This is an optimization exercise on Yosys and OpenROAD, whose aim is small area, a short achievable clock period and few clock cycles per item, not a production implementation. Function was checked by simulation only, so behaviour that the tests miss may differ from the original.

==> 10-08 <==
// comp_blend
module comp_blend (
    input  wire        clk,
    input  wire        rst,           
    input  wire        in_valid,
    output wire        in_ready,
    input  wire        in_last,       
    input  wire        in_l0,         
    input  wire [1:0]  in_mode,       
    input  wire        in_safety,
    input  wire [19:0] in_src_r,      
    input  wire [19:0] in_src_g,
    input  wire [19:0] in_src_b,
    input  wire [1:0]  in_akind,      
    input  wire [7:0]  in_acode,
    input  wire [15:0] in_alpha,      
    input  wire [15:0] in_daylight,   
    input  wire [15:0] in_tw_r,       
    input  wire [15:0] in_tw_g,
    input  wire [15:0] in_tw_b,
    output reg         out_valid,
    input  wire        out_ready,
    output reg  [63:0] out_word
);
export LEC_CHECK = 0
export CAP_MARGIN = 20
export CORE_MARGIN = 2
export CORE_UTILIZATION = 40
export PLACE_DENSITY = 0.5
export SETUP_SLACK_MARGIN = 5
export SLEW_MARGIN = 20
export SYNTH_HIERARCHICAL = 1
export SYNTH_MINIMUM_KEEP_SIZE = 0
create_clock -name core_clock -period 13.0 [get_ports {clk}]
run.sh (not shown) runs the stock make flow with config.mk's settings and CLKGATE_MAP_FILE= SYNTH_SCRIPT=/design/flow/synth_recipe.tcl, a recipe that flattens the netlist after the stock synthesis.
==> inputs of 06-26, as changes to 10-08 <==
--- a/flow/design.v
+++ b/flow/design.v
@@ -171,18 +171,23 @@
         end
     endfunction
     wire [20:0] xr_c = xsel(firstq, modeq, invq, mr);
     wire [20:0] xg_c = xsel(firstq, modeq, invq, mg);
     wire [20:0] xb_c = xsel(firstq, modeq, invq, mb);
+    wire        prod   = over || modeq == MUL;
+    wire        tsel_r = prod && !xr_c[20];
+    wire        tsel_g = prod && !xg_c[20];
+    wire        tsel_b = prod && !xb_c[20];
     wire [10:0] xr_o, xg_o, xb_o;
     wire [9:0]  xr_t, xg_t, xb_t, xr_n, xg_n, xb_n;
     cb_enc20 u_exr (.y(xr_c[19:0]), .o(xr_o), .t(xr_t), .n(xr_n));
     cb_enc20 u_exg (.y(xg_c[19:0]), .o(xg_o), .t(xg_t), .n(xg_n));
     cb_enc20 u_exb (.y(xb_c[19:0]), .o(xb_o), .t(xb_t), .n(xb_n));
     reg        v3, last3, l03, sf3, first3;
     reg [1:0]  mode3;
-    reg        idr3, idg3, idb3;      
+    reg        tsr3, tsg3, tsb3;      
+    reg        tlr3, tlg3, tlb3, tnr3, tng3, tnb3;
     reg [10:0] xr_o3, xg_o3, xb_o3;
     reg [9:0]  xr_t3, xg_t3, xb_t3, xr_n3, xg_n3, xb_n3;
     reg [39:0] ar3, ag3, ab3;
     always @(posedge clk) begin
         if (rst)
@@ -193,13 +198,19 @@
             last3  <= lastq;
             l03    <= l0q;
             sf3    <= sfq;
             first3 <= firstq;
             mode3  <= over ? {modeq[1] & !modeq[0], 1'b0} : modeq;
-            idr3   <= xr_c[20];
-            idg3   <= xg_c[20];
-            idb3   <= xb_c[20];
+            tsr3   <= tsel_r;
+            tsg3   <= tsel_g;
+            tsb3   <= tsel_b;
+            tlr3   <= tsel_r && l0q;
+            tlg3   <= tsel_g && l0q;
+            tlb3   <= tsel_b && l0q;
+            tnr3   <= tsel_r && !l0q;
+            tng3   <= tsel_g && !l0q;
+            tnb3   <= tsel_b && !l0q;
             xr_o3  <= xr_o;
             xg_o3  <= xg_o;
             xb_o3  <= xb_o;
             xr_t3  <= xr_t;
             xg_t3  <= xg_t;
@@ -212,87 +223,91 @@
             ab3    <= addsel(over, modeq, pbq);
         end
     end
     reg [19:0] dr, dg, db, tr, tg, tb;
     reg        safe, fin;
-    wire [19:0] qdr, qdg, qdb, qtr, qtg, qtb;
-    cb_loop  u_ldr (.d(dr), .o(xr_o3), .t(xr_t3), .n(xr_n3), .addend(ar3), .r(qdr));
-    cb_loop  u_ldg (.d(dg), .o(xg_o3), .t(xg_t3), .n(xg_n3), .addend(ag3), .r(qdg));
-    cb_loop  u_ldb (.d(db), .o(xb_o3), .t(xb_t3), .n(xb_n3), .addend(ab3), .r(qdb));
-    cb_loopc u_ltr (.d(tr), .o(xr_o3), .t(xr_t3), .n(xr_n3), .r(qtr));
-    cb_loopc u_ltg (.d(tg), .o(xg_o3), .t(xg_t3), .n(xg_n3), .r(qtg));
-    cb_loopc u_ltb (.d(tb), .o(xb_o3), .t(xb_t3), .n(xb_n3), .r(qtb));
-    function [39:0] blend;
+    function [39:0] other;
         input [1:0]  mode;
         input        l0;
-        input        ident;       
-        input [19:0] qd;
-        input [19:0] qt;
         input [19:0] v;
         input [19:0] d;
         input [19:0] t;
         reg   [20:0] sum;
-        reg   [19:0] nd, nt;
+        reg   [19:0] od, ot;
         begin
             case (mode)
                 ADD: begin
                     sum = {1'b0, d} + {1'b0, v};
-                    nd  = sum[20] ? 20'hFFFFF : sum[19:0];
-                    nt  = t;
+                    od  = sum[20] ? 20'hFFFFF : sum[19:0];
+                    ot  = t;
                 end
                 MAX: begin
                     if (v > d) begin
-                        nd = v;
-                        nt = 20'd0;
+                        od = v;
+                        ot = 20'd0;
                     end else begin
-                        nd = d;
-                        nt = t;
+                        od = d;
+                        ot = t;
                     end
                 end
                 default: begin
-                    nd = ident ? d : qd;
-                    nt = ident ? t : qt;
+                    od = d;
+                    ot = t;
                 end
             endcase
-            blend = {l0 ? nd : nt, nd};
+            other = {l0 ? od : ot, od};
         end
     endfunction
-    wire [39:0] br = blend(mode3, l03, idr3, qdr, qtr, ar3[19:0], dr, tr);
-    wire [39:0] bg = blend(mode3, l03, idg3, qdg, qtg, ag3[19:0], dg, tg);
-    wire [39:0] bb = blend(mode3, l03, idb3, qdb, qtb, ab3[19:0], db, tb);
+    wire [39:0] or_ = other(mode3, l03, ar3[19:0], dr, tr);
+    wire [39:0] og_ = other(mode3, l03, ag3[19:0], dg, tg);
+    wire [39:0] ob_ = other(mode3, l03, ab3[19:0], db, tb);
+    wire [19:0] qdr, qdg, qdb, ndr, ndg, ndb, xtr, xtg, xtb;
+    cb_loop  u_ldr (.d(dr), .o(xr_o3), .t(xr_t3), .n(xr_n3), .addend(ar3), .sel(tsr3), .alt(or_[19:0]), .q(qdr), .y(ndr));
+    cb_loop  u_ldg (.d(dg), .o(xg_o3), .t(xg_t3), .n(xg_n3), .addend(ag3), .sel(tsg3), .alt(og_[19:0]), .q(qdg), .y(ndg));
+    cb_loop  u_ldb (.d(db), .o(xb_o3), .t(xb_t3), .n(xb_n3), .addend(ab3), .sel(tsb3), .alt(ob_[19:0]), .q(qdb), .y(ndb));
+    cb_loopc u_ltr (.d(tr), .o(xr_o3), .t(xr_t3), .n(xr_n3), .sel(tnr3), .alt(or_[39:20]), .q(), .y(xtr));
+    cb_loopc u_ltg (.d(tg), .o(xg_o3), .t(xg_t3), .n(xg_n3), .sel(tng3), .alt(og_[39:20]), .q(), .y(xtg));
+    cb_loopc u_ltb (.d(tb), .o(xb_o3), .t(xb_t3), .n(xb_n3), .sel(tnb3), .alt(ob_[39:20]), .q(), .y(xtb));
+    wire [39:0] br = {tlr3 ? qdr : xtr, ndr};
+    wire [39:0] bg = {tlg3 ? qdg : xtg, ndg};
+    wire [39:0] bb = {tlb3 ? qdb : xtb, ndb};
     reg        pv, psafe;
     reg [59:0] pd;
     reg [21:0] psd;
     reg [25:0] ph;
     wire        space = !pv || !out_valid || out_ready;
     wire        push  = fin && space;
     wire        lacc  = v3 && (!fin || push);
     assign      adv   = !v3 || lacc;
     wire        pmove = pv && (!out_valid || out_ready);
-    wire [25:0] sd1 = {4'd0, psd};
-    wire [25:0] sd3 = sd1 + {3'd0, psd, 1'b0};
-    wire [25:0] sd5 = sd1 + {2'd0, psd, 2'b0};
-    wire [25:0] sd7 = {1'd0, psd, 3'b0} - sd1;
-    wire [8:1]  ge;
-    assign ge[1] = ph >= sd1;
-    assign ge[2] = ph >= {3'd0, psd, 1'b0};
-    assign ge[3] = ph >= sd3;
-    assign ge[4] = ph >= {2'd0, psd, 2'b0};
-    assign ge[5] = ph >= sd5;
-    assign ge[6] = ph >= {sd3[24:0], 1'b0};
-    assign ge[7] = ph >= sd7;
-    assign ge[8] = ph >= {1'd0, psd, 3'b0};
+    wire [26:0] h27 = {1'b0, ph};
+    wire [26:0] s1  = {5'd0, psd};
+    wire [26:0] s2  = {4'd0, psd, 1'b0};
+    wire [26:0] s4  = {3'd0, psd, 2'b0};
+    wire [26:0] s8  = {2'd0, psd, 3'b0};
+    wire [26:0] c1  = h27 - s1;
+    wire [26:0] c2  = h27 - s2;
+    wire [26:0] c3  = h27 - s2 - s1;
+    wire [26:0] c4  = h27 - s4;
+    wire [26:0] c5  = h27 - s4 - s1;
+    wire [26:0] c6  = h27 - s4 - s2;
+    wire [26:0] c7  = h27 - s8 + s1;
+    wire [26:0] c8  = h27 - s8;
+    wire [8:1]  ge  = ~{c8[26], c7[26], c6[26], c5[26], c4[26], c3[26], c2[26], c1[26]};
     reg [3:0] share;
     always @(*) begin
         if (psd == 22'd0)
             share = 4'd0;
         else
             share = ge[8] ? 4'd8 : ge[7] ? 4'd7 : ge[6] ? 4'd6 : ge[5] ? 4'd5 :
                     ge[4] ? 4'd4 : ge[3] ? 4'd3 : ge[2] ? 4'd2 : ge[1] ? 4'd1 : 4'd0;
     end
     wire [21:0] sum_d = dr + dg + db;
-    wire [21:0] sum_t = tr + tg + tb;
+    wire        lsb_c = (dr[0] & dg[0]) | (dr[0] & db[0]) | (dg[0] & db[0]);
+    wire [25:0] h_n   = {3'd0, tr, 3'd0} + {3'd0, tg, 3'd0} + {3'd0, tb, 3'd0} +
+                        {7'd0, dr[19:1]} + {7'd0, dg[19:1]} + {7'd0, db[19:1]} +
+                        {25'd0, lsb_c};
     wire fin_n = lacc ? last3 : (fin && !push);
     wire pv_n  = push || (pv && !pmove);
     wire ov_n  = pmove || (out_valid && !out_ready);
     always @(posedge clk) begin
         if (rst) begin
@@ -317,11 +332,11 @@
         end
         if (push) begin
             pd    <= {db, dg, dr};
             psafe <= safe;
             psd   <= sum_d;
-            ph    <= {1'b0, sum_t, 3'd0} + {5'd0, sum_d[21:1]};
+            ph    <= h_n;
         end
         if (pmove)
             out_word <= {psafe ? 4'hF : share, pd};
     end
 endmodule
@@ -2180,11 +2195,11 @@
   cb_fa hs_f696 (.a(hs_w616), .b(hs_w220), .c(hs_w240), .s(hs_w695), .co(hs_w696));
   wire [39:0] hs_ra = {hs_w694, hs_w692, hs_w690, hs_w688, hs_w686, hs_w684, hs_w682, hs_w680, hs_w678, hs_w676, hs_w674, hs_w672, hs_w670, hs_w668, hs_w666, hs_w664, hs_w662, hs_w660, hs_w658, hs_w656, hs_w654, hs_w652, hs_w650, hs_w648, hs_w646, hs_w644, hs_w642, hs_w640, hs_w638, hs_w636, hs_w634, hs_w632, hs_w630, hs_w628, hs_w626, hs_w624, hs_w622, hs_w620, hs_w618, hs_w617};
   wire [39:0] hs_rb = {hs_w695, hs_w693, hs_w691, hs_w689, hs_w687, hs_w685, hs_w683, hs_w681, hs_w679, hs_w677, hs_w675, hs_w673, hs_w671, hs_w669, hs_w667, hs_w665, hs_w663, hs_w661, hs_w659, hs_w657, hs_w655, hs_w653, hs_w651, hs_w649, hs_w647, hs_w645, hs_w643, hs_w641, hs_w639, hs_w637, hs_w635, hs_w633, hs_w631, hs_w629, hs_w627, hs_w625, hs_w623, hs_w621, hs_w619, (o[10] & s[0])};
   assign p = hs_ra + hs_rb;
 endmodule
-module cb_loop (input wire [19:0] d, input wire [10:0] o, input wire [9:0] t, input wire [9:0] n, input wire [39:0] addend, output wire [19:0] r);
+module cb_loop (input wire [19:0] d, input wire [10:0] o, input wire [9:0] t, input wire [9:0] n, input wire [39:0] addend, input wire sel, input wire [19:0] alt, output wire [19:0] q, output wire [19:0] y);
   wire [39:0] p;
   wire hl_w1 = ((o[0] & d[0])) ^ n[0];
   wire hl_w2 = ((o[0] & d[1]) | (t[0] & d[0])) ^ n[0];
   wire hl_w3 = ((o[0] & d[2]) | (t[0] & d[1])) ^ n[0];
   wire hl_w4 = ((o[0] & d[3]) | (t[0] & d[2])) ^ n[0];
@@ -2919,13 +2934,14 @@
   wire hl_w733, hl_w734;
   cb_fa hl_f734 (.a(hl_w652), .b(hl_w653), .c(addend[39]), .s(hl_w733), .co(hl_w734));
   wire [39:0] hl_ra = {hl_w732, hl_w730, hl_w728, hl_w726, hl_w724, hl_w722, hl_w720, hl_w718, hl_w716, hl_w714, hl_w712, hl_w710, hl_w708, hl_w706, hl_w704, hl_w702, hl_w700, hl_w698, hl_w696, hl_w694, hl_w692, hl_w690, hl_w688, hl_w686, hl_w684, hl_w682, hl_w680, hl_w678, hl_w676, hl_w674, hl_w672, hl_w670, hl_w668, hl_w666, hl_w664, hl_w662, hl_w660, hl_w658, hl_w656, hl_w655};
   wire [39:0] hl_rb = {hl_w733, hl_w731, hl_w729, hl_w727, hl_w725, hl_w723, hl_w721, hl_w719, hl_w717, hl_w715, hl_w713, hl_w711, hl_w709, hl_w707, hl_w705, hl_w703, hl_w701, hl_w699, hl_w697, hl_w695, hl_w693, hl_w691, hl_w689, hl_w687, hl_w685, hl_w683, hl_w681, hl_w679, hl_w677, hl_w675, hl_w673, hl_w671, hl_w669, hl_w667, hl_w665, hl_w663, hl_w661, hl_w659, hl_w657, addend[0]};
   assign p = hl_ra + hl_rb;
-  assign r = p[39:20];
+  assign q = p[39:20];
+  assign y = sel ? q : alt;
 endmodule
-module cb_loopc (input wire [19:0] d, input wire [10:0] o, input wire [9:0] t, input wire [9:0] n, output wire [19:0] r);
+module cb_loopc (input wire [19:0] d, input wire [10:0] o, input wire [9:0] t, input wire [9:0] n, input wire sel, input wire [19:0] alt, output wire [19:0] q, output wire [19:0] y);
   wire [39:0] p;
   wire hl_w1 = ((o[0] & d[0])) ^ n[0];
   wire hl_w2 = ((o[0] & d[1]) | (t[0] & d[0])) ^ n[0];
   wire hl_w3 = ((o[0] & d[2]) | (t[0] & d[1])) ^ n[0];
   wire hl_w4 = ((o[0] & d[3]) | (t[0] & d[2])) ^ n[0];
@@ -3580,7 +3596,8 @@
   wire hl_w653, hl_w654;
   cb_fa hl_f654 (.a(hl_w578), .b(hl_w220), .c(hl_w240), .s(hl_w653), .co(hl_w654));
   wire [39:0] hl_ra = {hl_w652, hl_w650, hl_w648, hl_w646, hl_w644, hl_w642, hl_w640, hl_w638, hl_w636, hl_w634, hl_w632, hl_w630, hl_w628, hl_w626, hl_w624, hl_w622, hl_w620, hl_w618, hl_w616, hl_w614, hl_w612, hl_w610, hl_w608, hl_w606, hl_w604, hl_w602, hl_w600, hl_w598, hl_w596, hl_w594, hl_w592, hl_w590, hl_w588, hl_w586, hl_w584, hl_w582, hl_w580, hl_w579, hl_w2, hl_w1};
   wire [39:0] hl_rb = {hl_w653, hl_w651, hl_w649, hl_w647, hl_w645, hl_w643, hl_w641, hl_w639, hl_w637, hl_w635, hl_w633, hl_w631, hl_w629, hl_w627, hl_w625, hl_w623, hl_w621, hl_w619, hl_w617, hl_w615, hl_w613, hl_w611, hl_w609, hl_w607, hl_w605, hl_w603, hl_w601, hl_w599, hl_w597, hl_w595, hl_w593, hl_w591, hl_w589, hl_w587, hl_w585, hl_w583, hl_w581, n[1], 1'b0, n[0]};
   assign p = hl_ra + hl_rb;
-  assign r = p[39:20];
+  assign q = p[39:20];
+  assign y = sel ? q : alt;
 endmodule
==> flow/flow/run.sh (new file) <==
#!/bin/bash
set -euo pipefail
bash standard.sh SETUP_SLACK_MARGIN=7.0 finish > standard.log 2>&1
==> flow/standard.sh (new file) <==
#!/bin/bash
# synth_recipe.tcl (not shown) runs the flow's synth.tcl, then flattens the netlist and writes it again
# the make line also repeats each setting of config.mk as NAME=value (left out here)
make -C /OpenROAD-flow-scripts/flow DESIGN_CONFIG=/design/flow/config.mk WORK_HOME=/design/flow/orfs CLKGATE_MAP_FILE= SYNTH_SCRIPT=/design/flow/synth_recipe.tcl "${@:-finish}"
SETUP_SLACK_MARGIN = unset   (was 5)
removed: flow/run.sh
==> results.txt <==
worst path required time 13610 ps; relative slew slack 18.13%; routed len/inst 30.48 µm; run status finished clean; Signal buffers 1346; Util after Layout 46.03%; average size of a mapped cell 9.835 µm²; met3 wire length 66.70 mm; R2R depth 22
-- figures above: 06-26

==> results.txt <==
endpoint class of the critical path register; Util after Layout 42.54%; relative slew slack 15.86%; max reg flops 64; buffers and inverters on the worst path 1; average size of a mapped cell 9.950 µm²; run status finished clean; Nets 20970; Signal buffers 655; worst path required time 13770 ps; routed len/inst 28.34 µm; met3 wire length 48.58 mm; sequential share of cell area 15.18%; met1 wire length 277.8 mm
-- figures above: 10-08

Testbench counts of 10-08, summed over its fixed seeds: cycles 45,872, planes 45,830.
Testbench counts of 06-26, summed over its fixed seeds: cycles 45,872, planes 45,830.

[what the ideal ports hide]
How much do the figures lean on ideal ports? The routed layouts below were timed once more, with nothing changed but the port constraints.
Step 1: set_driving_cell puts a clkbuf_16 on clk and a buf_2 on each other input, an assumption about the parent block.
Step 2 also shifts input and output timing later by t, the mid clock arrival at the registers, as if the neighbouring blocks saw the same clock.
Slacks: ideal ports / drivers / drivers and shift; pairs: ideal ports / drivers.
| run | t (ns) | setup slack, ns | clock arrival spread, ns |
|---|---|---|---|
| 10-08 | 1.012 | 5.400 / 5.400 / 5.400 | 0.101 / 0.100 |
| 06-26 | 1.027 | 6.810 / 6.810 / 6.810 | 0.094 / 0.095 |
After both steps setup and hold are still met in every run listed.
